This design comes from an exercise in tuning for small area, a short achievable clock period and few clock cycles per item on the open sky130 flow, not from production work.
Only simulation tests tie the RTL to the original design; equivalence was not proved.

### flow/config.mk
export PLATFORM = sky130hd
export DESIGN_NAME = qg_spread_quant
export DESIGN_NICKNAME = qg_spread_quant
export VERILOG_FILES = /design/flow/design.v
export SDC_FILE = /design/flow/constraint.sdc
export NUM_CORES = 4
export LEC_CHECK = 0
export ABC_AREA = 1
export CAP_MARGIN = 20
export CORE_MARGIN = 2
export CORE_UTILIZATION = 40
export CTS_CLUSTER_DIAMETER = 100
export CTS_CLUSTER_SIZE = 22
export PLACE_DENSITY = 0.6
export SLEW_MARGIN = 20
### flow/constraint.sdc
create_clock -name core_clock -period 36.0 [get_ports {clk}]
set_input_delay 7.2000 -clock core_clock [delete_from_list [all_inputs] [get_ports {clk}]]
set_output_delay 7.2000 -clock core_clock [all_outputs]
set_load 0.01 [all_outputs]
### flow/design.v
module qg_spread_quant (
    input  wire         clk,
    input  wire         rst,
    input  wire         in_valid,
    output wire         in_ready,
    input  wire         in_first,    
    input  wire         in_blank,    
    input  wire         in_dots,     
    input  wire         in_grey3,    
    input  wire [16:0]  in_share,    
    input  wire [15:0]  in_gain,     
    input  wire [2:0]   in_lev,      
    input  wire [127:0] in_vol,      
    output reg          out_valid,
    output reg  [2:0]   out_lev,
    output reg          out_clip
);
    assign in_ready = 1'b1;
    reg         s1_valid;
    reg         s1_first, s1_blank, s1_dots, s1_grey3;
    reg [16:0]  s1_share;
    reg [15:0]  s1_ngain;    
    reg [2:0]   s1_lev;
    reg [111:0] s1_vol;
    always @(posedge clk) begin
        s1_valid <= in_valid && !rst;
        s1_first <= in_first;
        s1_blank <= in_blank;
        s1_dots  <= in_dots;
        s1_grey3 <= in_grey3;
        s1_share <= in_share;
        s1_ngain <= ~(in_dots ? 16'h4000 : in_gain);
        s1_lev   <= in_lev;
        s1_vol   <= in_vol[127:16];
    end
    genvar gi;
    wire [18:-1] bs = {2'b00, s1_share, 1'b0};     
    wire [15:0]  bg = ~s1_ngain;
    wire [32:0] mul_a, mul_b;
    wire bn0 = bs[1];
    wire b10 = bs[0] ^ 1'b0;
    wire b20 = (bs[1] & ~bs[0] & ~1'b0) | (~bs[1] & bs[0] & 1'b0);
    wire bp0_0 = ((b10 & bg[0]) | (b20 & 1'b0)) ^ bn0;
    wire bp0_1 = ((b10 & bg[1]) | (b20 & bg[0])) ^ bn0;
    wire bp0_2 = ((b10 & bg[2]) | (b20 & bg[1])) ^ bn0;
    wire bp0_3 = ((b10 & bg[3]) | (b20 & bg[2])) ^ bn0;
    wire bp0_4 = ((b10 & bg[4]) | (b20 & bg[3])) ^ bn0;
    wire bp0_5 = ((b10 & bg[5]) | (b20 & bg[4])) ^ bn0;
    wire bp0_6 = ((b10 & bg[6]) | (b20 & bg[5])) ^ bn0;
    wire bp0_7 = ((b10 & bg[7]) | (b20 & bg[6])) ^ bn0;
    wire bp0_8 = ((b10 & bg[8]) | (b20 & bg[7])) ^ bn0;
    wire bp0_9 = ((b10 & bg[9]) | (b20 & bg[8])) ^ bn0;
    wire bp0_10 = ((b10 & bg[10]) | (b20 & bg[9])) ^ bn0;
    wire bp0_11 = ((b10 & bg[11]) | (b20 & bg[10])) ^ bn0;
    wire bp0_12 = ((b10 & bg[12]) | (b20 & bg[11])) ^ bn0;
    wire bp0_13 = ((b10 & bg[13]) | (b20 & bg[12])) ^ bn0;
    wire bp0_14 = ((b10 & bg[14]) | (b20 & bg[13])) ^ bn0;
    wire bp0_15 = ((b10 & bg[15]) | (b20 & bg[14])) ^ bn0;
    wire bp0_16 = ((b10 & 1'b0) | (b20 & bg[15])) ^ bn0;
    wire bn1 = bs[3];
    wire b11 = bs[2] ^ bs[1];
    wire b21 = (bs[3] & ~bs[2] & ~bs[1]) | (~bs[3] & bs[2] & bs[1]);
    wire bp1_0 = ((b11 & bg[0]) | (b21 & 1'b0)) ^ bn1;
    wire bp1_1 = ((b11 & bg[1]) | (b21 & bg[0])) ^ bn1;
    wire bp1_2 = ((b11 & bg[2]) | (b21 & bg[1])) ^ bn1;
    wire bp1_3 = ((b11 & bg[3]) | (b21 & bg[2])) ^ bn1;
    wire bp1_4 = ((b11 & bg[4]) | (b21 & bg[3])) ^ bn1;
    wire bp1_5 = ((b11 & bg[5]) | (b21 & bg[4])) ^ bn1;
    wire bp1_6 = ((b11 & bg[6]) | (b21 & bg[5])) ^ bn1;
    wire bp1_7 = ((b11 & bg[7]) | (b21 & bg[6])) ^ bn1;
    wire bp1_8 = ((b11 & bg[8]) | (b21 & bg[7])) ^ bn1;
    wire bp1_9 = ((b11 & bg[9]) | (b21 & bg[8])) ^ bn1;
    wire bp1_10 = ((b11 & bg[10]) | (b21 & bg[9])) ^ bn1;
    wire bp1_11 = ((b11 & bg[11]) | (b21 & bg[10])) ^ bn1;
    wire bp1_12 = ((b11 & bg[12]) | (b21 & bg[11])) ^ bn1;
    wire bp1_13 = ((b11 & bg[13]) | (b21 & bg[12])) ^ bn1;
    wire bp1_14 = ((b11 & bg[14]) | (b21 & bg[13])) ^ bn1;
    wire bp1_15 = ((b11 & bg[15]) | (b21 & bg[14])) ^ bn1;
    wire bp1_16 = ((b11 & 1'b0) | (b21 & bg[15])) ^ bn1;
    wire bn2 = bs[5];
    wire b12 = bs[4] ^ bs[3];
    wire b22 = (bs[5] & ~bs[4] & ~bs[3]) | (~bs[5] & bs[4] & bs[3]);
    wire bp2_0 = ((b12 & bg[0]) | (b22 & 1'b0)) ^ bn2;
    wire bp2_1 = ((b12 & bg[1]) | (b22 & bg[0])) ^ bn2;
    wire bp2_2 = ((b12 & bg[2]) | (b22 & bg[1])) ^ bn2;
    wire bp2_3 = ((b12 & bg[3]) | (b22 & bg[2])) ^ bn2;
    wire bp2_4 = ((b12 & bg[4]) | (b22 & bg[3])) ^ bn2;
    wire bp2_5 = ((b12 & bg[5]) | (b22 & bg[4])) ^ bn2;
    wire bp2_6 = ((b12 & bg[6]) | (b22 & bg[5])) ^ bn2;
    wire bp2_7 = ((b12 & bg[7]) | (b22 & bg[6])) ^ bn2;
    wire bp2_8 = ((b12 & bg[8]) | (b22 & bg[7])) ^ bn2;
    wire bp2_9 = ((b12 & bg[9]) | (b22 & bg[8])) ^ bn2;
    wire bp2_10 = ((b12 & bg[10]) | (b22 & bg[9])) ^ bn2;
    wire bp2_11 = ((b12 & bg[11]) | (b22 & bg[10])) ^ bn2;
    wire bp2_12 = ((b12 & bg[12]) | (b22 & bg[11])) ^ bn2;
    wire bp2_13 = ((b12 & bg[13]) | (b22 & bg[12])) ^ bn2;
    wire bp2_14 = ((b12 & bg[14]) | (b22 & bg[13])) ^ bn2;
    wire bp2_15 = ((b12 & bg[15]) | (b22 & bg[14])) ^ bn2;
    wire bp2_16 = ((b12 & 1'b0) | (b22 & bg[15])) ^ bn2;
    wire bn3 = bs[7];
    wire b13 = bs[6] ^ bs[5];
    wire b23 = (bs[7] & ~bs[6] & ~bs[5]) | (~bs[7] & bs[6] & bs[5]);
    wire bp3_0 = ((b13 & bg[0]) | (b23 & 1'b0)) ^ bn3;
    wire bp3_1 = ((b13 & bg[1]) | (b23 & bg[0])) ^ bn3;
    wire bp3_2 = ((b13 & bg[2]) | (b23 & bg[1])) ^ bn3;
    wire bp3_3 = ((b13 & bg[3]) | (b23 & bg[2])) ^ bn3;
    wire bp3_4 = ((b13 & bg[4]) | (b23 & bg[3])) ^ bn3;
    wire bp3_5 = ((b13 & bg[5]) | (b23 & bg[4])) ^ bn3;
    wire bp3_6 = ((b13 & bg[6]) | (b23 & bg[5])) ^ bn3;
    wire bp3_7 = ((b13 & bg[7]) | (b23 & bg[6])) ^ bn3;
    wire bp3_8 = ((b13 & bg[8]) | (b23 & bg[7])) ^ bn3;
    wire bp3_9 = ((b13 & bg[9]) | (b23 & bg[8])) ^ bn3;
    wire bp3_10 = ((b13 & bg[10]) | (b23 & bg[9])) ^ bn3;
    wire bp3_11 = ((b13 & bg[11]) | (b23 & bg[10])) ^ bn3;
    wire bp3_12 = ((b13 & bg[12]) | (b23 & bg[11])) ^ bn3;
    wire bp3_13 = ((b13 & bg[13]) | (b23 & bg[12])) ^ bn3;
    wire bp3_14 = ((b13 & bg[14]) | (b23 & bg[13])) ^ bn3;
    wire bp3_15 = ((b13 & bg[15]) | (b23 & bg[14])) ^ bn3;
    wire bp3_16 = ((b13 & 1'b0) | (b23 & bg[15])) ^ bn3;
    wire bn4 = bs[9];
    wire b14 = bs[8] ^ bs[7];
    wire b24 = (bs[9] & ~bs[8] & ~bs[7]) | (~bs[9] & bs[8] & bs[7]);
    wire bp4_0 = ((b14 & bg[0]) | (b24 & 1'b0)) ^ bn4;
    wire bp4_1 = ((b14 & bg[1]) | (b24 & bg[0])) ^ bn4;
    wire bp4_2 = ((b14 & bg[2]) | (b24 & bg[1])) ^ bn4;
    wire bp4_3 = ((b14 & bg[3]) | (b24 & bg[2])) ^ bn4;
    wire bp4_4 = ((b14 & bg[4]) | (b24 & bg[3])) ^ bn4;
    wire bp4_5 = ((b14 & bg[5]) | (b24 & bg[4])) ^ bn4;
    wire bp4_6 = ((b14 & bg[6]) | (b24 & bg[5])) ^ bn4;
    wire bp4_7 = ((b14 & bg[7]) | (b24 & bg[6])) ^ bn4;
    wire bp4_8 = ((b14 & bg[8]) | (b24 & bg[7])) ^ bn4;
    wire bp4_9 = ((b14 & bg[9]) | (b24 & bg[8])) ^ bn4;
    wire bp4_10 = ((b14 & bg[10]) | (b24 & bg[9])) ^ bn4;
    wire bp4_11 = ((b14 & bg[11]) | (b24 & bg[10])) ^ bn4;
    wire bp4_12 = ((b14 & bg[12]) | (b24 & bg[11])) ^ bn4;
    wire bp4_13 = ((b14 & bg[13]) | (b24 & bg[12])) ^ bn4;
    wire bp4_14 = ((b14 & bg[14]) | (b24 & bg[13])) ^ bn4;
    wire bp4_15 = ((b14 & bg[15]) | (b24 & bg[14])) ^ bn4;
    wire bp4_16 = ((b14 & 1'b0) | (b24 & bg[15])) ^ bn4;
    wire bn5 = bs[11];
    wire b15 = bs[10] ^ bs[9];
    wire b25 = (bs[11] & ~bs[10] & ~bs[9]) | (~bs[11] & bs[10] & bs[9]);
    wire bp5_0 = ((b15 & bg[0]) | (b25 & 1'b0)) ^ bn5;
    wire bp5_1 = ((b15 & bg[1]) | (b25 & bg[0])) ^ bn5;
    wire bp5_2 = ((b15 & bg[2]) | (b25 & bg[1])) ^ bn5;
    wire bp5_3 = ((b15 & bg[3]) | (b25 & bg[2])) ^ bn5;
    wire bp5_4 = ((b15 & bg[4]) | (b25 & bg[3])) ^ bn5;
    wire bp5_5 = ((b15 & bg[5]) | (b25 & bg[4])) ^ bn5;
    wire bp5_6 = ((b15 & bg[6]) | (b25 & bg[5])) ^ bn5;
    wire bp5_7 = ((b15 & bg[7]) | (b25 & bg[6])) ^ bn5;
    wire bp5_8 = ((b15 & bg[8]) | (b25 & bg[7])) ^ bn5;
    wire bp5_9 = ((b15 & bg[9]) | (b25 & bg[8])) ^ bn5;
    wire bp5_10 = ((b15 & bg[10]) | (b25 & bg[9])) ^ bn5;
    wire bp5_11 = ((b15 & bg[11]) | (b25 & bg[10])) ^ bn5;
    wire bp5_12 = ((b15 & bg[12]) | (b25 & bg[11])) ^ bn5;
    wire bp5_13 = ((b15 & bg[13]) | (b25 & bg[12])) ^ bn5;
    wire bp5_14 = ((b15 & bg[14]) | (b25 & bg[13])) ^ bn5;
    wire bp5_15 = ((b15 & bg[15]) | (b25 & bg[14])) ^ bn5;
    wire bp5_16 = ((b15 & 1'b0) | (b25 & bg[15])) ^ bn5;
    wire bn6 = bs[13];
    wire b16 = bs[12] ^ bs[11];
    wire b26 = (bs[13] & ~bs[12] & ~bs[11]) | (~bs[13] & bs[12] & bs[11]);
    wire bp6_0 = ((b16 & bg[0]) | (b26 & 1'b0)) ^ bn6;
    wire bp6_1 = ((b16 & bg[1]) | (b26 & bg[0])) ^ bn6;
    wire bp6_2 = ((b16 & bg[2]) | (b26 & bg[1])) ^ bn6;
    wire bp6_3 = ((b16 & bg[3]) | (b26 & bg[2])) ^ bn6;
    wire bp6_4 = ((b16 & bg[4]) | (b26 & bg[3])) ^ bn6;
    wire bp6_5 = ((b16 & bg[5]) | (b26 & bg[4])) ^ bn6;
    wire bp6_6 = ((b16 & bg[6]) | (b26 & bg[5])) ^ bn6;
    wire bp6_7 = ((b16 & bg[7]) | (b26 & bg[6])) ^ bn6;
    wire bp6_8 = ((b16 & bg[8]) | (b26 & bg[7])) ^ bn6;
    wire bp6_9 = ((b16 & bg[9]) | (b26 & bg[8])) ^ bn6;
    wire bp6_10 = ((b16 & bg[10]) | (b26 & bg[9])) ^ bn6;
    wire bp6_11 = ((b16 & bg[11]) | (b26 & bg[10])) ^ bn6;
    wire bp6_12 = ((b16 & bg[12]) | (b26 & bg[11])) ^ bn6;
    wire bp6_13 = ((b16 & bg[13]) | (b26 & bg[12])) ^ bn6;
    wire bp6_14 = ((b16 & bg[14]) | (b26 & bg[13])) ^ bn6;
    wire bp6_15 = ((b16 & bg[15]) | (b26 & bg[14])) ^ bn6;
    wire bp6_16 = ((b16 & 1'b0) | (b26 & bg[15])) ^ bn6;
    wire bn7 = bs[15];
    wire b17 = bs[14] ^ bs[13];
    wire b27 = (bs[15] & ~bs[14] & ~bs[13]) | (~bs[15] & bs[14] & bs[13]);
    wire bp7_0 = ((b17 & bg[0]) | (b27 & 1'b0)) ^ bn7;
    wire bp7_1 = ((b17 & bg[1]) | (b27 & bg[0])) ^ bn7;
    wire bp7_2 = ((b17 & bg[2]) | (b27 & bg[1])) ^ bn7;
    wire bp7_3 = ((b17 & bg[3]) | (b27 & bg[2])) ^ bn7;
    wire bp7_4 = ((b17 & bg[4]) | (b27 & bg[3])) ^ bn7;
    wire bp7_5 = ((b17 & bg[5]) | (b27 & bg[4])) ^ bn7;
    wire bp7_6 = ((b17 & bg[6]) | (b27 & bg[5])) ^ bn7;
    wire bp7_7 = ((b17 & bg[7]) | (b27 & bg[6])) ^ bn7;
    wire bp7_8 = ((b17 & bg[8]) | (b27 & bg[7])) ^ bn7;
    wire bp7_9 = ((b17 & bg[9]) | (b27 & bg[8])) ^ bn7;
    wire bp7_10 = ((b17 & bg[10]) | (b27 & bg[9])) ^ bn7;
    wire bp7_11 = ((b17 & bg[11]) | (b27 & bg[10])) ^ bn7;
    wire bp7_12 = ((b17 & bg[12]) | (b27 & bg[11])) ^ bn7;
    wire bp7_13 = ((b17 & bg[13]) | (b27 & bg[12])) ^ bn7;
    wire bp7_14 = ((b17 & bg[14]) | (b27 & bg[13])) ^ bn7;
    wire bp7_15 = ((b17 & bg[15]) | (b27 & bg[14])) ^ bn7;
    wire bp7_16 = ((b17 & 1'b0) | (b27 & bg[15])) ^ bn7;
    wire bn8 = bs[17];
    wire b18 = bs[16] ^ bs[15];
    wire b28 = (bs[17] & ~bs[16] & ~bs[15]) | (~bs[17] & bs[16] & bs[15]);
    wire bp8_0 = ((b18 & bg[0]) | (b28 & 1'b0)) ^ bn8;
    wire bp8_1 = ((b18 & bg[1]) | (b28 & bg[0])) ^ bn8;
    wire bp8_2 = ((b18 & bg[2]) | (b28 & bg[1])) ^ bn8;
    wire bp8_3 = ((b18 & bg[3]) | (b28 & bg[2])) ^ bn8;
    wire bp8_4 = ((b18 & bg[4]) | (b28 & bg[3])) ^ bn8;
    wire bp8_5 = ((b18 & bg[5]) | (b28 & bg[4])) ^ bn8;
    wire bp8_6 = ((b18 & bg[6]) | (b28 & bg[5])) ^ bn8;
    wire bp8_7 = ((b18 & bg[7]) | (b28 & bg[6])) ^ bn8;
    wire bp8_8 = ((b18 & bg[8]) | (b28 & bg[7])) ^ bn8;
    wire bp8_9 = ((b18 & bg[9]) | (b28 & bg[8])) ^ bn8;
    wire bp8_10 = ((b18 & bg[10]) | (b28 & bg[9])) ^ bn8;
    wire bp8_11 = ((b18 & bg[11]) | (b28 & bg[10])) ^ bn8;
    wire bp8_12 = ((b18 & bg[12]) | (b28 & bg[11])) ^ bn8;
    wire bp8_13 = ((b18 & bg[13]) | (b28 & bg[12])) ^ bn8;
    wire bp8_14 = ((b18 & bg[14]) | (b28 & bg[13])) ^ bn8;
    wire bp8_15 = ((b18 & bg[15]) | (b28 & bg[14])) ^ bn8;
    wire bp8_16 = ((b18 & 1'b0) | (b28 & bg[15])) ^ bn8;
    wire s1 = bp0_16 ^ bp1_14;
    wire c2 = bp0_16 & bp1_14;
    wire s3 = ~bn0 ^ bp1_15 ^ bp2_13;
    wire c4 = (~bn0 & bp1_15) | (~bn0 & bp2_13) | (bp1_15 & bp2_13);
    wire s5 = bp1_16 ^ bp2_14;
    wire c6 = bp1_16 & bp2_14;
    wire s7 = bp0_10 ^ bp1_8;
    wire c8 = bp0_10 & bp1_8;
    wire s9 = bp0_11 ^ bp1_9;
    wire c10 = bp0_11 & bp1_9;
    wire s11 = bp0_12 ^ bp1_10 ^ bp2_8;
    wire c12 = (bp0_12 & bp1_10) | (bp0_12 & bp2_8) | (bp1_10 & bp2_8);
    wire s13 = bp3_6 ^ bp4_4;
    wire c14 = bp3_6 & bp4_4;
    wire s15 = bp0_13 ^ bp1_11 ^ bp2_9;
    wire c16 = (bp0_13 & bp1_11) | (bp0_13 & bp2_9) | (bp1_11 & bp2_9);
    wire s17 = bp3_7 ^ bp4_5 ^ bp5_3;
    wire c18 = (bp3_7 & bp4_5) | (bp3_7 & bp5_3) | (bp4_5 & bp5_3);
    wire s19 = bp0_14 ^ bp1_12 ^ bp2_10;
    wire c20 = (bp0_14 & bp1_12) | (bp0_14 & bp2_10) | (bp1_12 & bp2_10);
    wire s21 = bp3_8 ^ bp4_6 ^ bp5_4;
    wire c22 = (bp3_8 & bp4_6) | (bp3_8 & bp5_4) | (bp4_6 & bp5_4);
    wire s23 = bp6_2 ^ bp7_0;
    wire c24 = bp6_2 & bp7_0;
    wire s25 = bp0_15 ^ bp1_13 ^ bp2_11;
    wire c26 = (bp0_15 & bp1_13) | (bp0_15 & bp2_11) | (bp1_13 & bp2_11);
    wire s27 = bp3_9 ^ bp4_7 ^ bp5_5;
    wire c28 = (bp3_9 & bp4_7) | (bp3_9 & bp5_5) | (bp4_7 & bp5_5);
    wire s29 = bp6_3 ^ bp7_1;
    wire c30 = bp6_3 & bp7_1;
    wire s31 = s1 ^ bp2_12 ^ bp3_10;
    wire c32 = (s1 & bp2_12) | (s1 & bp3_10) | (bp2_12 & bp3_10);
    wire s33 = bp4_8 ^ bp5_6 ^ bp6_4;
    wire c34 = (bp4_8 & bp5_6) | (bp4_8 & bp6_4) | (bp5_6 & bp6_4);
    wire s35 = bp7_2 ^ bp8_0 ^ bn8;
    wire c36 = (bp7_2 & bp8_0) | (bp7_2 & bn8) | (bp8_0 & bn8);
    wire s37 = c2 ^ s3 ^ bp3_11;
    wire c38 = (c2 & s3) | (c2 & bp3_11) | (s3 & bp3_11);
    wire s39 = bp4_9 ^ bp5_7 ^ bp6_5;
    wire c40 = (bp4_9 & bp5_7) | (bp4_9 & bp6_5) | (bp5_7 & bp6_5);
    wire s41 = bp7_3 ^ bp8_1 ^ 1'b1;
    wire c42 = (bp7_3 & bp8_1) | (bp7_3 & 1'b1) | (bp8_1 & 1'b1);
    wire s43 = c4 ^ s5 ^ bp3_12;
    wire c44 = (c4 & s5) | (c4 & bp3_12) | (s5 & bp3_12);
    wire s45 = bp4_10 ^ bp5_8 ^ bp6_6;
    wire c46 = (bp4_10 & bp5_8) | (bp4_10 & bp6_6) | (bp5_8 & bp6_6);
    wire s47 = bp7_4 ^ bp8_2 ^ 1'b1;
    wire c48 = (bp7_4 & bp8_2) | (bp7_4 & 1'b1) | (bp8_2 & 1'b1);
    wire s49 = c6 ^ ~bn1 ^ bp2_15;
    wire c50 = (c6 & ~bn1) | (c6 & bp2_15) | (~bn1 & bp2_15);
    wire s51 = bp3_13 ^ bp4_11 ^ bp5_9;
    wire c52 = (bp3_13 & bp4_11) | (bp3_13 & bp5_9) | (bp4_11 & bp5_9);
    wire s53 = bp6_7 ^ bp7_5 ^ bp8_3;
    wire c54 = (bp6_7 & bp7_5) | (bp6_7 & bp8_3) | (bp7_5 & bp8_3);
    wire s55 = bp2_16 ^ bp3_14 ^ bp4_12;
    wire c56 = (bp2_16 & bp3_14) | (bp2_16 & bp4_12) | (bp3_14 & bp4_12);
    wire s57 = bp5_10 ^ bp6_8 ^ bp7_6;
    wire c58 = (bp5_10 & bp6_8) | (bp5_10 & bp7_6) | (bp6_8 & bp7_6);
    wire s59 = bp8_4 ^ 1'b1;
    wire c60 = bp8_4 & 1'b1;
    wire s61 = ~bn2 ^ bp3_15 ^ bp4_13;
    wire c62 = (~bn2 & bp3_15) | (~bn2 & bp4_13) | (bp3_15 & bp4_13);
    wire s63 = bp5_11 ^ bp6_9 ^ bp7_7;
    wire c64 = (bp5_11 & bp6_9) | (bp5_11 & bp7_7) | (bp6_9 & bp7_7);
    wire s65 = bp3_16 ^ bp4_14 ^ bp5_12;
    wire c66 = (bp3_16 & bp4_14) | (bp3_16 & bp5_12) | (bp4_14 & bp5_12);
    wire s67 = bp6_10 ^ bp7_8;
    wire c68 = bp6_10 & bp7_8;
    wire s69 = ~bn3 ^ bp4_15 ^ bp5_13;
    wire c70 = (~bn3 & bp4_15) | (~bn3 & bp5_13) | (bp4_15 & bp5_13);
    wire s71 = bp4_16 ^ bp5_14;
    wire c72 = bp4_16 & bp5_14;
    wire s73 = bp0_6 ^ bp1_4;
    wire c74 = bp0_6 & bp1_4;
    wire s75 = bp0_7 ^ bp1_5;
    wire c76 = bp0_7 & bp1_5;
    wire s77 = bp0_8 ^ bp1_6 ^ bp2_4;
    wire c78 = (bp0_8 & bp1_6) | (bp0_8 & bp2_4) | (bp1_6 & bp2_4);
    wire s79 = bp3_2 ^ bp4_0;
    wire c80 = bp3_2 & bp4_0;
    wire s81 = bp0_9 ^ bp1_7 ^ bp2_5;
    wire c82 = (bp0_9 & bp1_7) | (bp0_9 & bp2_5) | (bp1_7 & bp2_5);
    wire s83 = bp3_3 ^ bp4_1;
    wire c84 = bp3_3 & bp4_1;
    wire s85 = s7 ^ bp2_6 ^ bp3_4;
    wire c86 = (s7 & bp2_6) | (s7 & bp3_4) | (bp2_6 & bp3_4);
    wire s87 = bp4_2 ^ bp5_0 ^ bn5;
    wire c88 = (bp4_2 & bp5_0) | (bp4_2 & bn5) | (bp5_0 & bn5);
    wire s89 = c8 ^ s9 ^ bp2_7;
    wire c90 = (c8 & s9) | (c8 & bp2_7) | (s9 & bp2_7);
    wire s91 = bp3_5 ^ bp4_3 ^ bp5_1;
    wire c92 = (bp3_5 & bp4_3) | (bp3_5 & bp5_1) | (bp4_3 & bp5_1);
    wire s93 = c10 ^ s11 ^ s13;
    wire c94 = (c10 & s11) | (c10 & s13) | (s11 & s13);
    wire s95 = bp5_2 ^ bp6_0 ^ bn6;
    wire c96 = (bp5_2 & bp6_0) | (bp5_2 & bn6) | (bp6_0 & bn6);
    wire s97 = c12 ^ c14 ^ s15;
    wire c98 = (c12 & c14) | (c12 & s15) | (c14 & s15);
    wire s99 = s17 ^ bp6_1 ^ 1'b1;
    wire c100 = (s17 & bp6_1) | (s17 & 1'b1) | (bp6_1 & 1'b1);
    wire s101 = c16 ^ c18 ^ s19;
    wire c102 = (c16 & c18) | (c16 & s19) | (c18 & s19);
    wire s103 = s21 ^ s23 ^ bn7;
    wire c104 = (s21 & s23) | (s21 & bn7) | (s23 & bn7);
    wire s105 = c20 ^ c22 ^ c24;
    wire c106 = (c20 & c22) | (c20 & c24) | (c22 & c24);
    wire s107 = s25 ^ s27 ^ s29;
    wire c108 = (s25 & s27) | (s25 & s29) | (s27 & s29);
    wire s109 = c26 ^ c28 ^ c30;
    wire c110 = (c26 & c28) | (c26 & c30) | (c28 & c30);
    wire s111 = s31 ^ s33 ^ s35;
    wire c112 = (s31 & s33) | (s31 & s35) | (s33 & s35);
    wire s113 = c32 ^ c34 ^ c36;
    wire c114 = (c32 & c34) | (c32 & c36) | (c34 & c36);
    wire s115 = s37 ^ s39 ^ s41;
    wire c116 = (s37 & s39) | (s37 & s41) | (s39 & s41);
    wire s117 = c38 ^ c40 ^ c42;
    wire c118 = (c38 & c40) | (c38 & c42) | (c40 & c42);
    wire s119 = s43 ^ s45 ^ s47;
    wire c120 = (s43 & s45) | (s43 & s47) | (s45 & s47);
    wire s121 = c44 ^ c46 ^ c48;
    wire c122 = (c44 & c46) | (c44 & c48) | (c46 & c48);
    wire s123 = s49 ^ s51 ^ s53;
    wire c124 = (s49 & s51) | (s49 & s53) | (s51 & s53);
    wire s125 = c50 ^ c52 ^ c54;
    wire c126 = (c50 & c52) | (c50 & c54) | (c52 & c54);
    wire s127 = s55 ^ s57 ^ s59;
    wire c128 = (s55 & s57) | (s55 & s59) | (s57 & s59);
    wire s129 = c56 ^ c58 ^ c60;
    wire c130 = (c56 & c58) | (c56 & c60) | (c58 & c60);
    wire s131 = s61 ^ s63 ^ bp8_5;
    wire c132 = (s61 & s63) | (s61 & bp8_5) | (s63 & bp8_5);
    wire s133 = c62 ^ c64 ^ s65;
    wire c134 = (c62 & c64) | (c62 & s65) | (c64 & s65);
    wire s135 = s67 ^ bp8_6 ^ 1'b1;
    wire c136 = (s67 & bp8_6) | (s67 & 1'b1) | (bp8_6 & 1'b1);
    wire s137 = c66 ^ c68 ^ s69;
    wire c138 = (c66 & c68) | (c66 & s69) | (c68 & s69);
    wire s139 = bp6_11 ^ bp7_9 ^ bp8_7;
    wire c140 = (bp6_11 & bp7_9) | (bp6_11 & bp8_7) | (bp7_9 & bp8_7);
    wire s141 = c70 ^ s71 ^ bp6_12;
    wire c142 = (c70 & s71) | (c70 & bp6_12) | (s71 & bp6_12);
    wire s143 = bp7_10 ^ bp8_8 ^ 1'b1;
    wire c144 = (bp7_10 & bp8_8) | (bp7_10 & 1'b1) | (bp8_8 & 1'b1);
    wire s145 = c72 ^ ~bn4 ^ bp5_15;
    wire c146 = (c72 & ~bn4) | (c72 & bp5_15) | (~bn4 & bp5_15);
    wire s147 = bp6_13 ^ bp7_11 ^ bp8_9;
    wire c148 = (bp6_13 & bp7_11) | (bp6_13 & bp8_9) | (bp7_11 & bp8_9);
    wire s149 = bp5_16 ^ bp6_14 ^ bp7_12;
    wire c150 = (bp5_16 & bp6_14) | (bp5_16 & bp7_12) | (bp6_14 & bp7_12);
    wire s151 = bp8_10 ^ 1'b1;
    wire c152 = bp8_10 & 1'b1;
    wire s153 = ~bn5 ^ bp6_15 ^ bp7_13;
    wire c154 = (~bn5 & bp6_15) | (~bn5 & bp7_13) | (bp6_15 & bp7_13);
    wire s155 = bp6_16 ^ bp7_14;
    wire c156 = bp6_16 & bp7_14;
    wire s157 = bp0_4 ^ bp1_2;
    wire c158 = bp0_4 & bp1_2;
    wire s159 = bp0_5 ^ bp1_3;
    wire c160 = bp0_5 & bp1_3;
    wire s161 = s73 ^ bp2_2 ^ bp3_0;
    wire c162 = (s73 & bp2_2) | (s73 & bp3_0) | (bp2_2 & bp3_0);
    wire s163 = c74 ^ s75 ^ bp2_3;
    wire c164 = (c74 & s75) | (c74 & bp2_3) | (s75 & bp2_3);
    wire s165 = c76 ^ s77 ^ s79;
    wire c166 = (c76 & s77) | (c76 & s79) | (s77 & s79);
    wire s167 = c78 ^ c80 ^ s81;
    wire c168 = (c78 & c80) | (c78 & s81) | (c80 & s81);
    wire s169 = c82 ^ c84 ^ s85;
    wire c170 = (c82 & c84) | (c82 & s85) | (c84 & s85);
    wire s171 = c86 ^ c88 ^ s89;
    wire c172 = (c86 & c88) | (c86 & s89) | (c88 & s89);
    wire s173 = c90 ^ c92 ^ s93;
    wire c174 = (c90 & c92) | (c90 & s93) | (c92 & s93);
    wire s175 = c94 ^ c96 ^ s97;
    wire c176 = (c94 & c96) | (c94 & s97) | (c96 & s97);
    wire s177 = c98 ^ c100 ^ s101;
    wire c178 = (c98 & c100) | (c98 & s101) | (c100 & s101);
    wire s179 = c102 ^ c104 ^ s105;
    wire c180 = (c102 & c104) | (c102 & s105) | (c104 & s105);
    wire s181 = c106 ^ c108 ^ s109;
    wire c182 = (c106 & c108) | (c106 & s109) | (c108 & s109);
    wire s183 = c110 ^ c112 ^ s113;
    wire c184 = (c110 & c112) | (c110 & s113) | (c112 & s113);
    wire s185 = c114 ^ c116 ^ s117;
    wire c186 = (c114 & c116) | (c114 & s117) | (c116 & s117);
    wire s187 = c118 ^ c120 ^ s121;
    wire c188 = (c118 & c120) | (c118 & s121) | (c120 & s121);
    wire s189 = c122 ^ c124 ^ s125;
    wire c190 = (c122 & c124) | (c122 & s125) | (c124 & s125);
    wire s191 = c126 ^ c128 ^ s129;
    wire c192 = (c126 & c128) | (c126 & s129) | (c128 & s129);
    wire s193 = c130 ^ c132 ^ s133;
    wire c194 = (c130 & c132) | (c130 & s133) | (c132 & s133);
    wire s195 = c134 ^ c136 ^ s137;
    wire c196 = (c134 & c136) | (c134 & s137) | (c136 & s137);
    wire s197 = c138 ^ c140 ^ s141;
    wire c198 = (c138 & c140) | (c138 & s141) | (c140 & s141);
    wire s199 = c142 ^ c144 ^ s145;
    wire c200 = (c142 & c144) | (c142 & s145) | (c144 & s145);
    wire s201 = c146 ^ c148 ^ s149;
    wire c202 = (c146 & c148) | (c146 & s149) | (c148 & s149);
    wire s203 = c150 ^ c152 ^ s153;
    wire c204 = (c150 & c152) | (c150 & s153) | (c152 & s153);
    wire s205 = c154 ^ s155 ^ bp8_12;
    wire c206 = (c154 & s155) | (c154 & bp8_12) | (s155 & bp8_12);
    wire s207 = c156 ^ ~bn6 ^ bp7_15;
    wire c208 = (c156 & ~bn6) | (c156 & bp7_15) | (~bn6 & bp7_15);
    wire s209 = bp7_16 ^ bp8_14;
    wire c210 = bp7_16 & bp8_14;
    wire s211 = bp0_2 ^ bp1_0;
    wire c212 = bp0_2 & bp1_0;
    wire s213 = bp0_3 ^ bp1_1;
    wire c214 = bp0_3 & bp1_1;
    wire s215 = s157 ^ bp2_0 ^ bn2;
    wire c216 = (s157 & bp2_0) | (s157 & bn2) | (bp2_0 & bn2);
    wire s217 = c158 ^ s159 ^ bp2_1;
    wire c218 = (c158 & s159) | (c158 & bp2_1) | (s159 & bp2_1);
    wire s219 = c160 ^ s161 ^ bn3;
    wire c220 = (c160 & s161) | (c160 & bn3) | (s161 & bn3);
    wire s221 = c162 ^ s163 ^ bp3_1;
    wire c222 = (c162 & s163) | (c162 & bp3_1) | (s163 & bp3_1);
    wire s223 = c164 ^ s165 ^ bn4;
    wire c224 = (c164 & s165) | (c164 & bn4) | (s165 & bn4);
    wire s225 = c166 ^ s167 ^ s83;
    wire c226 = (c166 & s167) | (c166 & s83) | (s167 & s83);
    wire s227 = c168 ^ s169 ^ s87;
    wire c228 = (c168 & s169) | (c168 & s87) | (s169 & s87);
    wire s229 = c170 ^ s171 ^ s91;
    wire c230 = (c170 & s171) | (c170 & s91) | (s171 & s91);
    wire s231 = c172 ^ s173 ^ s95;
    wire c232 = (c172 & s173) | (c172 & s95) | (s173 & s95);
    wire s233 = c174 ^ s175 ^ s99;
    wire c234 = (c174 & s175) | (c174 & s99) | (s175 & s99);
    wire s235 = c176 ^ s177 ^ s103;
    wire c236 = (c176 & s177) | (c176 & s103) | (s177 & s103);
    wire s237 = c178 ^ s179 ^ s107;
    wire c238 = (c178 & s179) | (c178 & s107) | (s179 & s107);
    wire s239 = c180 ^ s181 ^ s111;
    wire c240 = (c180 & s181) | (c180 & s111) | (s181 & s111);
    wire s241 = c182 ^ s183 ^ s115;
    wire c242 = (c182 & s183) | (c182 & s115) | (s183 & s115);
    wire s243 = c184 ^ s185 ^ s119;
    wire c244 = (c184 & s185) | (c184 & s119) | (s185 & s119);
    wire s245 = c186 ^ s187 ^ s123;
    wire c246 = (c186 & s187) | (c186 & s123) | (s187 & s123);
    wire s247 = c188 ^ s189 ^ s127;
    wire c248 = (c188 & s189) | (c188 & s127) | (s189 & s127);
    wire s249 = c190 ^ s191 ^ s131;
    wire c250 = (c190 & s191) | (c190 & s131) | (s191 & s131);
    wire s251 = c192 ^ s193 ^ s135;
    wire c252 = (c192 & s193) | (c192 & s135) | (s193 & s135);
    wire s253 = c194 ^ s195 ^ s139;
    wire c254 = (c194 & s195) | (c194 & s139) | (s195 & s139);
    wire s255 = c196 ^ s197 ^ s143;
    wire c256 = (c196 & s197) | (c196 & s143) | (s197 & s143);
    wire s257 = c198 ^ s199 ^ s147;
    wire c258 = (c198 & s199) | (c198 & s147) | (s199 & s147);
    wire s259 = c200 ^ s201 ^ s151;
    wire c260 = (c200 & s201) | (c200 & s151) | (s201 & s151);
    wire s261 = c202 ^ s203 ^ bp8_11;
    wire c262 = (c202 & s203) | (c202 & bp8_11) | (s203 & bp8_11);
    wire s263 = c204 ^ s205 ^ 1'b1;
    wire c264 = (c204 & s205) | (c204 & 1'b1) | (s205 & 1'b1);
    wire s265 = c206 ^ s207 ^ bp8_13;
    wire c266 = (c206 & s207) | (c206 & bp8_13) | (s207 & bp8_13);
    wire s267 = c208 ^ s209 ^ 1'b1;
    wire c268 = (c208 & s209) | (c208 & 1'b1) | (s209 & 1'b1);
    wire s269 = c210 ^ ~bn7 ^ bp8_15;
    wire c270 = (c210 & ~bn7) | (c210 & bp8_15) | (~bn7 & bp8_15);
    wire s271 = bp8_16 ^ 1'b1;
    wire c272 = bp8_16 & 1'b1;
    assign mul_a = {c270, c268, c266, c264, c262, c260, c258, c256, c254, c252, c250, c248, c246, c244, c242, c240, c238, c236, c234, c232, c230, c228, c226, c224, c222, c220, c218, c216, c214, c212, s211, bp0_1, bp0_0};
    assign mul_b = {s271, s269, s267, s265, s263, s261, s259, s257, s255, s253, s251, s249, s247, s245, s243, s241, s239, s237, s235, s233, s231, s229, s227, s225, s223, s221, s219, s217, s215, s213, bn1, 1'b0, bn0};
    function carry13(input [12:0] x, input [12:0] y);
        integer k;
        reg c;
        begin
            c = 1'b0;
            for (k = 0; k < 13; k = k + 1)
                c = (x[k] & y[k]) | (x[k] & c) | (y[k] & c);
            carry13 = c;
        end
    endfunction
    wire [32:13] prod = mul_a[32:13] + mul_b[32:13] + carry13(mul_a[12:0], mul_b[12:0]);
    wire        sat  = !s1_dots && (|prod[32:30]);
    wire [15:0] v1 [0:7];                        
    assign v1[0] = 16'd0;
    generate
        for (gi = 1; gi < 8; gi = gi + 1) begin : g_v1
            assign v1[gi] = s1_vol[16*gi-16 +: 16];
        end
    endgenerate
    wire [16:0] a    = sat ? 17'h0ffff : prod[30:14];
    reg         s2_valid;
    reg         s2_blank, s2_grey3;
    reg [16:0]  s2_a;
    reg [15:0]  s2_own;
    reg [111:0] s2_vol;
    always @(posedge clk) begin
        s2_valid <= s1_valid && !rst;
        s2_blank <= s1_blank;
        s2_grey3 <= s1_grey3;
        s2_a     <= a;
        s2_own   <= v1[s1_lev];
        s2_vol   <= s1_vol;
    end
    wire [15:0] v [0:8];
    assign v[0] = 16'd0;
    assign v[8] = 16'd0;
    generate
        for (gi = 1; gi < 8; gi = gi + 1) begin : g_v2
            assign v[gi] = s2_vol[16*gi-16 +: 16];
        end
    endgenerate
    reg  [15:0] c_want;
    reg  [15:0] c_nvol;      
    wire [18:0] w_p  = {3'd0, s2_own};
    wire [18:0] w_q  = {2'd0, s2_a};
    wire [18:0] w_v  = {3'b111, c_nvol};
    wire [18:0] w_s1 = w_p ^ w_q ^ w_v;
    wire [18:0] w_c1 = (w_p & w_q) | (w_p & w_v) | (w_q & w_v);
    wire [18:0] w_r  = {w_c1[17:0], 1'b1};
    wire [18:0] w_u  = {3'd0, c_want};
    wire [18:0] w_s2 = w_s1 ^ w_r ^ w_u;
    wire [18:0] w_c2 = (w_s1 & w_r) | (w_s1 & w_u) | (w_r & w_u);
    wire [18:0] want = w_s2 + {w_c2[17:0], 1'b0};
    wire        neg  = want[18];
    wire        big  = !neg && (|want[17:16]);
    function carry19(input [18:0] x, input [18:0] y, input ci);
        integer k;
        reg c;
        begin
            c = ci;
            for (k = 0; k < 19; k = k + 1)
                c = (x[k] & y[k]) | (x[k] & c) | (y[k] & c);
            carry19 = c;
        end
    endfunction
    wire [19:0] nw2 = ~{want, 1'b0};
    wire [7:1]  up;
    generate
        for (gi = 1; gi < 8; gi = gi + 1) begin : g_up
            wire [19:0] y = {4'd0, v[gi-1]};
            wire [19:0] z = {4'd0, v[gi]};
            wire [19:0] s = nw2 ^ y ^ z;
            wire [19:0] c = (nw2 & y) | (nw2 & z) | (y & z);
            wire        t = s[19] ^ c[18] ^ carry19(s[18:0], {c[17:0], 1'b0}, 1'b1);
            assign up[gi] = (gi < 4 || s2_grey3) && t && carry19({3'd0, v[gi]}, {3'b111, ~v[gi-1]}, 1'b0);
        end
    endgenerate
    wire [7:0] at_b;
    assign at_b[7] = up[7];
    assign at_b[6] = up[6] && !up[7];
    assign at_b[5] = up[5] && !(|up[7:6]);
    assign at_b[4] = up[4] && !(|up[7:5]);
    assign at_b[3] = up[3] && !(|up[7:4]);
    assign at_b[2] = up[2] && !(|up[7:3]);
    assign at_b[1] = up[1] && !(|up[7:2]);
    assign at_b[0] = !(|up[7:1]);
    wire [2:0] best = {at_b[7] | at_b[6] | at_b[5] | at_b[4],
                       at_b[7] | at_b[6] | at_b[3] | at_b[2],
                       at_b[7] | at_b[5] | at_b[3] | at_b[1]};
    reg [15:0] v_sel;
    integer l;
    always @(*) begin
        v_sel = 16'd0;
        for (l = 1; l < 8; l = l + 1)
            v_sel = v_sel | ({16{at_b[l]}} & v[l]);
    end
    wire [15:0] v_top = s2_grey3 ? v[7] : v[3];
    wire        clip  = !neg && (big || !carry19({3'd0, v_top}, {3'b111, nw2[16:1]}, 1'b1));
    wire        zero  = clip || neg;
    always @(posedge clk) begin
        out_valid <= s2_valid && !rst;
        if (s1_valid && s1_first) begin
            c_want <= 16'd0;
            c_nvol <= 16'hffff;
        end else if (s2_valid && !s2_blank) begin
            c_want <= zero ? 16'd0 : want[15:0];
            c_nvol <= zero ? 16'hffff : ~v_sel;
        end
        out_lev  <= s2_blank ? 3'd0 : best;
        out_clip <= !s2_blank && clip;
    end
endmodule
### flow/flow/run.sh
#!/bin/bash
# The standard layout, except that the ports are buffered with the
# smallest buffer (sky130_fd_sc_hd__buf_1) instead of the delay cell
# buffer_ports picks by itself, and clock tree synthesis adds no dummy
# loads.  Synthesis is the standard one.
set -euo pipefail
bash standard.sh synth > synth.log 2>&1
bash standard.sh "BUFFER_PORTS_ARGS=-buffer_cell sky130_fd_sc_hd__buf_1" \
    "CTS_ARGS=-sink_clustering_enable -repair_clock_nets -sink_clustering_size 22 -sink_clustering_max_diameter 100 -dont_use_dummy_load" \
    finish > layout.log 2>&1
### flow/standard.sh
#!/bin/bash
# synth_recipe.tcl (not shown) runs the flow's synth.tcl, then flattens the netlist and writes it again
# the make line also repeats each setting of config.mk as NAME=value (left out here)
make -C /OpenROAD-flow-scripts/flow DESIGN_CONFIG=/design/flow/config.mk WORK_HOME=/design/flow/orfs CLKGATE_MAP_FILE= SYNTH_SCRIPT=/design/flow/synth_recipe.tcl "${@:-finish}"
==> reports/metrics.sh, run 1 <==
CRITICAL_PATH.CELL_CHAIN='buf_1'
DRV_SLEW=0
POST-CTS-SETUP-BUFFERS=0
OUTCOME='no timing/DRC/antenna violations'
WORST-SLEW-PIN-TRANSITION_NS=1.01
NUMBER_OF_GLOBAL_ROUTE_VIAS_BEFORE_REPAIR=19500
FINAL_TNS_SETUP_NS=0
WIRE_PER_INST_UM=17.2
WORST_HOLD_STARTPOINT='s1_vol[37]'
CRITICAL_PATH.MAX_STAGE_DELAY_NS=0.32
TIMING_WORST_SETUP_PATH_TYPE='register to output port'
FINAL_REPORT_HOLD_VIOLATION_COUNT=0
MIN_PERIOD_OVER_PERIOD_PCT=22.9
MOSTFREQUENTLAYOUTCELLS='sky130_fd_sc_hd__inv_1, sky130_fd_sc_hd__nand2_1, sky130_fd_sc_hd__dfxtp_1'
DRTPASS1ITERATIONS=5
POST_SYNTH_TOP_FLOP='sky130_fd_sc_hd__dfxtp_1'
DP.FINAL_HPWL_MM=51.5
CTS-RESIZED-GATES=0
LAYOUT.CELLS.MOST_COMMON='sky130_fd_sc_hd__inv_1'
DIE_AREA_UM2=61400
FINALINSTANCEAREA_UM2=25600
CLK_ROOT_BUFFER_CELL='sky130_fd_sc_hd__clkbuf_16'
CELL_AREA_AFTER_SYNTHESIS_UM2=23800
DRT_FIRST_ITER_VIOLATIONS=1371
SYNTHESIS.NETS=3468
CRITICAL-PATH-SLOWEST-CELL='sky130_fd_sc_hd__dfxtp_1'
FIN_SKEW_NS=0.0982
YS_ASYNC_SR_FRACTION_PCT=0
SETUP_VIOLS_FINAL=0
INSERTEDDIODECOUNT=0
NUMPORTBUFFERS=159
INITIAL_UTILIZATION_PCT=40.4
FP-ROW-COUNT=89
PLACED_CELL_AREA_UM2=25100
TOP_LEVEL_PORTS=177
OVERFLOW=0
INSERTION_DELAY_NS=0.59
WORST-ENDPOINT-REQUIRED_NS=28.80
ROUTED_WL_MM=66.3
MAXCLOCKFREQUENCY_MHz=121
HOLD_PATH_CLASS='register to register'
CRIT-REG2REG-LAUNCH='s1_share[1]'
WORST_PATH_DOMINANT_CELL_FAMILY='flip-flops'
FINAL_ANTENNA_NET_COUNT=0
TRITONCTS='built'
WORSTSETUPENDPOINTTYPE='output port'
CLKTRANSATPATHREGS_NS=0.09
VIAS_PER_CELL=5.07
DIE_WIDTH_UM=248
NUMCTSBUFFERS=23
GRT_MAX_DEGREE=52
TIMING.MAX_CAP.VIOLATIONS=0
BUFS_ON_LONGEST_CLOCK_PATH=3
VIAS=19600
WORST-ENDPOINT-ARRIVAL_NS=1.05
ANTENNA_FOUND_INITIAL=0
EDFF_COUNT_SYNTH=0
WIRE_LENGTH_OF_THE_FIRST_GLOBAL_ROUTING_PASS_MM=105
POST_ROUTE_CELLS_DRIVE_ABOVE_1_SHARE_PCT=3.34
FINALCRITICALPERIOD_NS=8.25
DIE_H_UM=248
SYNTH-SEQ-CELLS=338
SYNTH.YOSYS.WARNINGS=1
SEQ_AREA_FRAC_SYNTH_PCT=28.4
GRTUSAGETOTAL_PCT=21.8
SYNTH_CELLS=2994
WORST-PATH-BUF-INV=1
SETUP.WORST_PATH.START_CLASS='register'
YS_TYPES=58
PLACEABLECOREAREA_UM2=58900
CTS-HTREE-LEVELS=1
NUMCLOCKSINKS=338
CTS_HOLD_REPAIR.BUFFERS=0
SYN_TO_FINAL_GROWTH_PCT=7.82
DRT_DRC_VIOLATIONS_LEFT=0
CRIT_START='out_lev[0]'
SYNTHESIS.AREA_PER_INSTANCE_UM2=7.94
CRITPATHMAXFANOUT=1
SETUP_REPAIR_AFTER_GLOBAL_ROUTING_MISSED_ITS_MARGIN='false'
SLEW_HEADROOM_PCT=32.1
LAYOUT.NETS=3564
PLACE.GP.CONGESTION=0.913
-- sequential cells by signal, indices dropped and copies added (netlist names) --
name / cells
s1_vol: 112
s2_vol: 112
s1_share: 17
s2_a: 17
c_nvol: 16
c_want: 16
s1_ngain: 16
s2_own: 16
out_lev: 3
s1_lev: 3
out_clip: 1
out_valid: 1
s1_blank: 1
s1_dots: 1
s1_first: 1
s1_grey3: 1
s1_valid: 1
s2_blank: 1
s2_grey3: 1
s2_valid: 1
-- final timing paths --
kind                                    to  slack [ns]  cells past startpoint
worst max-delay path            out_lev[0]       27.75                      1
worst min-delay path            s2_vol[37]        0.29                      0
worst max register to register    s2_a[15]       29.07                     26
worst min register to register  s2_vol[37]        0.29                      0
-- final cells by class --
cell class	instances	area, um^2
clock buffer	23	576
fill	6019	33300
inverter	604	2270
multi-input combinational	1943	14300
sequential	338	6770
tap	773	967
timing repair buffer	180	754
-- Yosys cell counts, types with 4 or more instances --
cell type                  number  area share (%)
sky130_fd_sc_hd__inv_1        595             9.4
sky130_fd_sc_hd__nand2_1      571             9.0
sky130_fd_sc_hd__dfxtp_1      338              28
sky130_fd_sc_hd__o22ai_1      243             6.4
sky130_fd_sc_hd__fa_1         222              19
sky130_fd_sc_hd__xor2_1       144             5.3
sky130_fd_sc_hd__nor2_1       139             2.2
sky130_fd_sc_hd__nand3_1      131             2.8
sky130_fd_sc_hd__a21oi_1      102             2.1
sky130_fd_sc_hd__ha_1          81             4.3
sky130_fd_sc_hd__clkbuf_1      71             1.1
sky130_fd_sc_hd__o21ai_0       66             1.4
sky130_fd_sc_hd__a22oi_1       52             1.6
sky130_fd_sc_hd__nand4_1       44             1.2
sky130_fd_sc_hd__or2_2         19            0.50
sky130_fd_sc_hd__a22o_1        17            0.63
sky130_fd_sc_hd__buf_1         17            0.27
sky130_fd_sc_hd__xnor2_1       15            0.55
sky130_fd_sc_hd__nor3_1        12            0.25
sky130_fd_sc_hd__a221oi_1      11            0.41
sky130_fd_sc_hd__buf_2         11            0.23
sky130_fd_sc_hd__o21bai_1       8            0.25
sky130_fd_sc_hd__buf_4          6            0.19
sky130_fd_sc_hd__inv_2          5           0.079
sky130_fd_sc_hd__buf_6          4            0.19
sky130_fd_sc_hd__nand3_2        4            0.17
sky130_fd_sc_hd__nor4_1         4            0.11
sky130_fd_sc_hd__o211ai_1       4            0.13
sky130_fd_sc_hd__o21a_1         4            0.13
-- routing by layer --
metal / part of all wire, % / GRT usage (%)
met1: 44 / 29.0
met2: 48 / 37.5
met3: 5.5 / 2.49
met4: 2.4 / 5.71
met5: 0 / 0
-- cell families (layout without fill, tap and decap cells) --
kind of cell    after synthesis  in the layout  synth area share [%]
compound gates              529            529                  13.9
flops                       338            338                  28.4
buf+inv                     713            807                  11.5
simple gates                947            947                  17.0
fa+ha+maj                   306            306                  23.1
other cells                   1              1                0.0158
xor+xnor                    160            160                  5.97
-- per-stage QoR --
stage	instances	setup slack, ns	util [%]	hold slack (ns)
2_1_floorplan	2994	28.24	-	0.310
3_3_place_gp	3838	28.05	42.6	0.312
3_5_place_dp	3838	28.04	42.6	0.315
4_1_cts	3861	27.72	43.5	0.299
5_1_grt	3861	27.68	43.5	0.288
6_report	3861	27.75	43.5	0.290
Testbench counts, summed over its fixed seeds: cycles 40,016, items 40,000.
==> run 2: changes to the inputs <==
--- a/flow/flow/run.sh
+++ b/flow/flow/run.sh
@@ -8,3 +8,3 @@
 bash standard.sh "BUFFER_PORTS_ARGS=-buffer_cell sky130_fd_sc_hd__buf_1" \
-    "CTS_ARGS=-sink_clustering_enable -repair_clock_nets -sink_clustering_size 22 -sink_clustering_max_diameter 100 -dont_use_dummy_load" \
+    "CTS_ARGS=-sink_clustering_enable -repair_clock_nets -sink_clustering_size 30 -sink_clustering_max_diameter 50 -dont_use_dummy_load" \
     finish > layout.log 2>&1
==> run 2 against run 1 <==
  * Die area did not move
  * Routed wire length rose by 0.91%
  * Fmax fell by 0.18%
  * Register-to-register slack got worse by 0.02 ns
  * Sequential share of layout area fell by 0.41 points
  * Final cell count rose by 0.41%
  * Flip-flop and latch count did not move
  * Core utilization rose by 0.68 points
  * Via count rose by 0.42%
==> reports/metrics.sh, run 2 <==
SETUP.WORST_PATH.START_CLASS='register'
LAYOUT.CELLS.MOST_COMMON='sky130_fd_sc_hd__inv_1'
HOLD_PATH_CLASS='register to register'
WORST-SLEW-PIN-TRANSITION_NS=1.01  # -0.00347 ns
POST-SYNTH-TOP-COUNT-CELL='sky130_fd_sc_hd__inv_1'
DRT_FIRST_ITER_VIOLATIONS=1395  # +1.8%
SYNTH_CELLS=2994  # unchanged
WIRE_LENGTH_OF_THE_FIRST_GLOBAL_ROUTING_PASS_MM=106  # +0.79%
YS_ASYNC_SR_FRACTION_PCT=0  # unchanged
WIRE_PER_INST_UM=17.3  # +0.49%
POST_ROUTE_CELLS_DRIVE_ABOVE_1_SHARE_PCT=3.83  # +0.50 points
TRITONCTS='built'
TIMING_WORST_SETUP_PATH_TYPE='register to output port'
CRITICAL_PATH.MAX_STAGE_DELAY_NS=0.32  # about the same
DIE_WIDTH_UM=248  # unchanged
CRIT_START='out_lev[0]'
GRT_MAX_DEGREE=52  # unchanged
OVERFLOW=0  # unchanged
SYNTHESIS.AREA_PER_INSTANCE_UM2=7.94  # unchanged
INITIAL_UTILIZATION_PCT=40.4  # unchanged
SYNTH.LARGEST_AREA_CELL='sky130_fd_sc_hd__dfxtp_1'
ANTENNA_FOUND_INITIAL=1  # +1
VIAS=19700  # +0.42%
FP-ROW-COUNT=89  # unchanged
SEQ_AREA_FRAC_SYNTH_PCT=28.4  # unchanged
NUMPORTBUFFERS=159  # unchanged
FINAL_TNS_SETUP_NS=0  # unchanged
SYN_TO_FINAL_GROWTH_PCT=9.51
WORST_PATH_DOMINANT_CELL_FAMILY='flip-flops'
DP.FINAL_HPWL_MM=51.5  # unchanged
NUMBER_OF_GLOBAL_ROUTE_VIAS_BEFORE_REPAIR=19700  # +0.95%
INSERTEDDIODECOUNT=0  # unchanged
FINAL_REPORT_HOLD_VIOLATION_COUNT=0  # unchanged
YS_TYPES=58  # unchanged
WORST-ENDPOINT-ARRIVAL_NS=1.06  # about the same
OUTCOME='no timing/DRC/antenna violations'
BUFS_ON_LONGEST_CLOCK_PATH=3  # unchanged
CTS-RESIZED-GATES=0  # unchanged
MOSTFREQUENTLAYOUTCELLS='sky130_fd_sc_hd__inv_1, sky130_fd_sc_hd__nand2_1, sky130_fd_sc_hd__dfxtp_1'
CELL_AREA_AFTER_SYNTHESIS_UM2=23800  # unchanged
TOP_REGS='s1_vol (112), s2_vol (112)'
CLK_ROOT_BUFFER_CELL='sky130_fd_sc_hd__clkbuf_16'
CTS_HOLD_REPAIR.BUFFERS=0  # unchanged
FINAL_ANTENNA_NET_COUNT=0  # unchanged
NUMCTSBUFFERS=39  # +70%
CTS-HTREE-LEVELS=2  # +1
WORST_HOLD_STARTPOINT='s1_vol[31]'
CRITICAL_PATH.CELL_CHAIN='buf_1'
PLACE.GP.CONGESTION=0.913  # unchanged
SLEW_HEADROOM_PCT=32.4  # +0.23 points
DIE_AREA_UM2=61400  # unchanged
CLKTRANSATPATHREGS_NS=0.07  # -0.02 ns
CRITPATHMAXFANOUT=1  # unchanged
TIMING.MAX_CAP.VIOLATIONS=0  # unchanged
PLACEABLECOREAREA_UM2=58900  # unchanged
FINALCRITICALPERIOD_NS=8.26  # +0.0152 ns
DRTPASS1ITERATIONS=8  # +3
WORST-ENDPOINT-REQUIRED_NS=28.80  # about the same
NUMCLOCKSINKS=338  # unchanged
SYNTH.TOP_CELL.AREA_SHARE_PCT=28.4  # unchanged
POST-CTS-SETUP-BUFFERS=0  # unchanged
TOP_LEVEL_PORTS=177  # unchanged
WORST-PATH-BUF-INV=1  # unchanged
SYNTH-SEQ-CELLS=338  # unchanged
WORSTSETUPENDPOINTTYPE='output port'
DIE_H_UM=248  # unchanged
FIN_SKEW_NS=0.0960  # -0.00220 ns
MIN_PERIOD_OVER_PERIOD_PCT=23.0  # +0.042 points
ROUTED_WL_MM=66.9  # +0.91%
POST_SYNTH_TOP_FLOP='sky130_fd_sc_hd__dfxtp_1'
VIAS_PER_CELL=5.07  # about the same
GRTUSAGETOTAL_PCT=22.1  # +0.30 points
CRIT-REG2REG-LAUNCH='s1_share[1]'
INSERTION_DELAY_NS=0.61  # +0.02 ns
SYNTH_COMMON_CELLS='sky130_fd_sc_hd__inv_1, sky130_fd_sc_hd__nand2_1, sky130_fd_sc_hd__dfxtp_1'
SYNTHESIS.NETS=3468  # unchanged
CRITICAL-PATH-SLOWEST-CELL='sky130_fd_sc_hd__dfxtp_1'
SETUP_VIOLS_FINAL=0  # unchanged
MAXCLOCKFREQUENCY_MHz=121  # -0.18%
EDFF_COUNT_SYNTH=0  # unchanged
FINALCOREUTILIZATION_PCT=44.2  # +0.68 points
SETUP_REPAIR_AFTER_GLOBAL_ROUTING_MISSED_ITS_MARGIN='false'
DRT_DRC_VIOLATIONS_LEFT=0  # unchanged
LAYOUT.NETS=3580  # +0.45%
SYNTH.YOSYS.WARNINGS=1  # unchanged
DRV_SLEW=0  # unchanged
SYNTH.AREA.TOP_CELLS='sky130_fd_sc_hd__dfxtp_1, sky130_fd_sc_hd__fa_1, sky130_fd_sc_hd__inv_1'
==> run 2: cell counts after synthesis <==
Identical to the previous run, type by type.
==> run 2: metrics by stage <==
stage	setup WS, ns	cells	instance area [um^2]	hold WS (ns)
floorplan	28.24	2994	23800	0.310
global placement	28.05	3838	25100	0.312
detailed placement	28.04	3838	25100	0.315
CTS	27.70	3877	26000	0.289
global route	27.66	3877	26000	0.299
finish	27.74	3877	26000	0.288
==> run 2: kinds of logic after synthesis <==
logic type | count (synthesis) | synth area share [%]
AND/OR/NAND/NOR | 947 | 17.0
XOR/XNOR | 160 | 5.97
flip-flops | 338 | 28.4
AO/OA/AOI/OAI | 529 | 13.9
other | 1 | 0.0158
adder cells (fa/ha/maj) | 306 | 23.1
buffers and inverters | 713 | 11.5
==> run 2: area by class of cell <==
type / instances / area, um^2
Clock buffer: 39 / 976
Fill cell: 5982 / 32900
Timing Repair Buffer: 180 / 754
Inverter: 604 / 2270
Sequential cell: 338 / 6770
Tap cell: 773 / 967
Multi-Input combinational cell: 1943 / 14300
==> run 2: routing by layer <==
layer	track usage, %	share of wire (%)	up-vias
met5	0	0	-
li1	-	-	9771
met3	3.63	6.3	117
met2	37.4	47	575
met1	29.0	44	9205
met4	6.36	2.5	0
==> run 2: final timing paths <==
path	to	slack, ns	cells past startpoint
max	out_lev[0]	27.74	1
min	s2_vol[31]	0.29	0
max reg2reg	s2_a[15]	29.05	26
min reg2reg	s2_vol[31]	0.29	0
==> run 2: worst reg2reg max path, stage by stage (launching register included) <==
cell and delay [ns]:
sky130_fd_sc_hd__dfxtp_1 0.90, sky130_fd_sc_hd__nand2_1 0.16, sky130_fd_sc_hd__o21ai_0 0.32, sky130_fd_sc_hd__inv_1 0.32
sky130_fd_sc_hd__o22ai_1 0.25, sky130_fd_sc_hd__xor2_1 0.22, sky130_fd_sc_hd__fa_1 0.49, sky130_fd_sc_hd__fa_1 0.50
sky130_fd_sc_hd__fa_1 0.57, sky130_fd_sc_hd__fa_1 0.44, sky130_fd_sc_hd__or2_2 0.30, sky130_fd_sc_hd__nand2_1 0.07
sky130_fd_sc_hd__nand2_1 0.05, sky130_fd_sc_hd__nand2_1 0.17, sky130_fd_sc_hd__inv_1 0.15, sky130_fd_sc_hd__fa_1 0.48
sky130_fd_sc_hd__inv_1 0.18, sky130_fd_sc_hd__a31oi_1 0.15, sky130_fd_sc_hd__o21ai_0 0.24, sky130_fd_sc_hd__nand2_1 0.08
sky130_fd_sc_hd__inv_1 0.08, sky130_fd_sc_hd__nor2_1 0.04, sky130_fd_sc_hd__inv_1 0.05, sky130_fd_sc_hd__a21oi_1 0.09
sky130_fd_sc_hd__o21ai_0 0.21, sky130_fd_sc_hd__xor2_1 0.17, sky130_fd_sc_hd__nand2_1 0.10
==> run 3: changes to the inputs <==
==> flow/flow/run.sh (replaced) <==
#!/bin/bash
# The standard layout, except that the ports are buffered with the
# smallest buffer (sky130_fd_sc_hd__buf_1) instead of the delay cell
# buffer_ports picks by itself, and clock tree synthesis uses smaller
# leaf buffers and adds no dummy loads.  Synthesis is the standard one.
set -euo pipefail
bash standard.sh synth > synth.log 2>&1
bash standard.sh "BUFFER_PORTS_ARGS=-buffer_cell sky130_fd_sc_hd__buf_1" \
    "CTS_ARGS=-sink_clustering_enable -repair_clock_nets -sink_clustering_size 20 -sink_clustering_max_diameter 50 -sink_clustering_buffer sky130_fd_sc_hd__clkbuf_8 -dont_use_dummy_load" \
    finish > layout.log 2>&1
==> run 3 against run 2 <==
  * First-iteration DRC count grew 3.9%
  * Final cell count is the same
  * Setup slack gained 0.018 ns
  * Critical path depth is the same
  * Via count shrank 0.28%
  * Clock skew grew 0.0058 ns
  * Final area shrank 1.5%
  * Flip-flop and latch count is the same
  * Critical path type unchanged
  * Highest routed layer unchanged
==> reports/metrics.sh, run 3 <==
CELL_AREA_AFTER_SYNTHESIS_UM2=23800  # unchanged
SYN_TO_FINAL_GROWTH_PCT=7.90
SYNTHESIS.NETS=3468  # unchanged
CTS_HOLD_REPAIR.BUFFERS=0  # unchanged
FINALNONFILLERCELLS=3877  # unchanged
GRT_MAX_DEGREE=52  # unchanged
CRITICAL_PATH.CELL_CHAIN='buf_1'
DIE_H_UM=248  # unchanged
CLKTRANSATPATHREGS_NS=0.11  # +0.04 ns
NUMPORTBUFFERS=159  # unchanged
DIE_WIDTH_UM=248  # unchanged
OUTCOME='no timing/DRC/antenna violations'
CRITICAL_PATH.MAX_STAGE_DELAY_NS=0.33  # about the same
WORST-ENDPOINT-ARRIVAL_NS=1.05  # about the same
FINALCOREUTILIZATION_PCT=43.6  # -0.65 points
NUMCTSBUFFERS=39  # unchanged
FP-ROW-COUNT=89  # unchanged
VIAS_PER_CELL=5.06  # -0.28%
SLEW_HEADROOM_PCT=32.9  # +0.55 points
ROUTED_WL_MM=66.7  # -0.31%
NUMBER_OF_GLOBAL_ROUTE_VIAS_BEFORE_REPAIR=19700  # -0.32%
WORST-SLEW-PIN-TRANSITION_NS=1.00  # -0.00822 ns
ANTENNA_FOUND_INITIAL=0  # -1
SETUP_VIOLS_FINAL=0  # unchanged
PLACEABLECOREAREA_UM2=58900  # unchanged
POST_ROUTE_CELLS_DRIVE_ABOVE_1_SHARE_PCT=3.83  # unchanged
DRV_SLEW=0  # unchanged
CTS-RESIZED-GATES=0  # unchanged
SYNTH.TOP_CELL.AREA_SHARE_PCT=28.4  # unchanged
SETUP.WORST_PATH.START_CLASS='register'
WORST-PATH-BUF-INV=1  # unchanged
YS_ASYNC_SR_FRACTION_PCT=0  # unchanged
PLACE.GP.CONGESTION=0.913  # unchanged
DRT_DRC_VIOLATIONS_LEFT=0  # unchanged
FINAL_TNS_SETUP_NS=0  # unchanged
FINAL_REPORT_HOLD_VIOLATION_COUNT=0  # unchanged
TIMING.HOLD.WS_NS=0.304  # +0.0158 ns
CRIT_START='out_lev[0]'
YS_TYPES=58  # unchanged
TIMING.MAX_CAP.VIOLATIONS=0  # unchanged
HOLD_PATH_CLASS='register to register'
FINAL_ANTENNA_NET_COUNT=0  # unchanged
WORST_HOLD_STARTPOINT='s1_vol[50]'
TOP_LEVEL_PORTS=177  # unchanged
MAXCLOCKFREQUENCY_MHz=121  # +0.22%
DP_CELLS=3838  # unchanged
DRTPASS1ITERATIONS=5  # -3
BUFS_ON_LONGEST_CLOCK_PATH=3  # unchanged
SETUP_SLACK_NS=27.75  # +0.0183 ns
INSERTEDDIODECOUNT=0  # unchanged
INITIAL_UTILIZATION_PCT=40.4  # unchanged
WORSTSETUPENDPOINTTYPE='output port'
MOSTFREQUENTLAYOUTCELLS='sky130_fd_sc_hd__inv_1, sky130_fd_sc_hd__nand2_1, sky130_fd_sc_hd__dfxtp_1'
CTS-HTREE-LEVELS=2  # unchanged
DRT_FIRST_ITER_VIOLATIONS=1450  # +3.9%
SYNTHESIS.AREA_PER_INSTANCE_UM2=7.94  # unchanged
FINALCRITICALPERIOD_NS=8.25  # -0.0183 ns
SYNTH.LARGEST_AREA_CELL='sky130_fd_sc_hd__dfxtp_1'
CRITPATHMAXFANOUT=1  # unchanged
NUMCLOCKSINKS=338  # unchanged
CLK_ROOT_BUFFER_CELL='sky130_fd_sc_hd__clkbuf_16'
DP.FINAL_HPWL_MM=51.5  # unchanged
SYNTH.YOSYS.WARNINGS=1  # unchanged
==> run 3: changes by cell type in the layout (fill, tap and decap cells not counted) <==
| cell | change |
|---|---|
| sky130_fd_sc_hd__clkbuf_8 | +34 |
| sky130_fd_sc_hd__clkbuf_16 | -34 |
==> run 3: worst paths after layout <==
path	end	slack, ns	cells after the start
max	out_lev[0]	27.75	1
min	s2_vol[50]	0.30	0
max reg2reg	s2_a[15]	29.03	26
min reg2reg	s2_vol[50]	0.30	0
==> run 3: final cells by class <==
cell class / count / area, um^2
clock buffers: 39 / 593
fillers: 6029 / 33200
inverters: 604 / 2270
multi-input cells: 1943 / 14300
flip-flops and latches: 338 / 6770
well taps: 773 / 967
repair buffers: 180 / 754
==> run 3: routing by layer <==
metal  share of wire [%]  vias up  track usage, %
met5                   0        -               0
met4                 2.3        0            5.99
met3                 5.9      100            3.60
met2                  48      564            37.5
met1                  44     9190            29.0
li1                    -     9758               -
==> run 3: per-stage QoR <==
step / area (um^2)
finish: 25700
global route: 25700
CTS: 25700
detailed placement: 25100
global placement: 25100
floorplan: 23800
==> run 3: cell families after synthesis <==
| kind of cell | Yosys count | synth area share, % |
|---|---|---|
| DFF | 338 | 28.4 |
| adders and majority gates | 306 | 23.1 |
| xor gates and xnor gates | 160 | 5.97 |
| and+or+nand+nor | 947 | 17.0 |
| AOI/OAI and AO/OA | 529 | 13.9 |
| buffers and inverters | 713 | 11.5 |
| other | 1 | 0.0158 |

==> port drivers added, routing unchanged <==
In the flow no input, the clock included, has a driving cell. The finished layouts below were timed again as built, in two steps. Step 1 assumes that a clkbuf_16 drives the clock port and a buf_2 every other input. Step 2 also shifts input and output timing later by t, the mid clock arrival at the registers, as if the neighbouring blocks saw the same clock. Slacks: ideal / step 1 / step 2; pairs: ideal / step 1.
run | t (ns) | slack for setup (ns) | worst setup path at the end | worst register clock-pin slew, ns | worst slew at a driven data input, ns
run 1 | 0.599 | 27.751 / 27.689 / 28.068 | input to register | 0.09 / 0.09 | 0.04
run 2 | 0.622 | 27.736 / 27.674 / 28.057 | input to register | 0.08 / 0.08 | 0.04
run 3 | 0.595 | 27.754 / 27.693 / 28.071 | input to register | 0.11 / 0.11 | 0.04
After both steps every run listed still meets setup and hold.
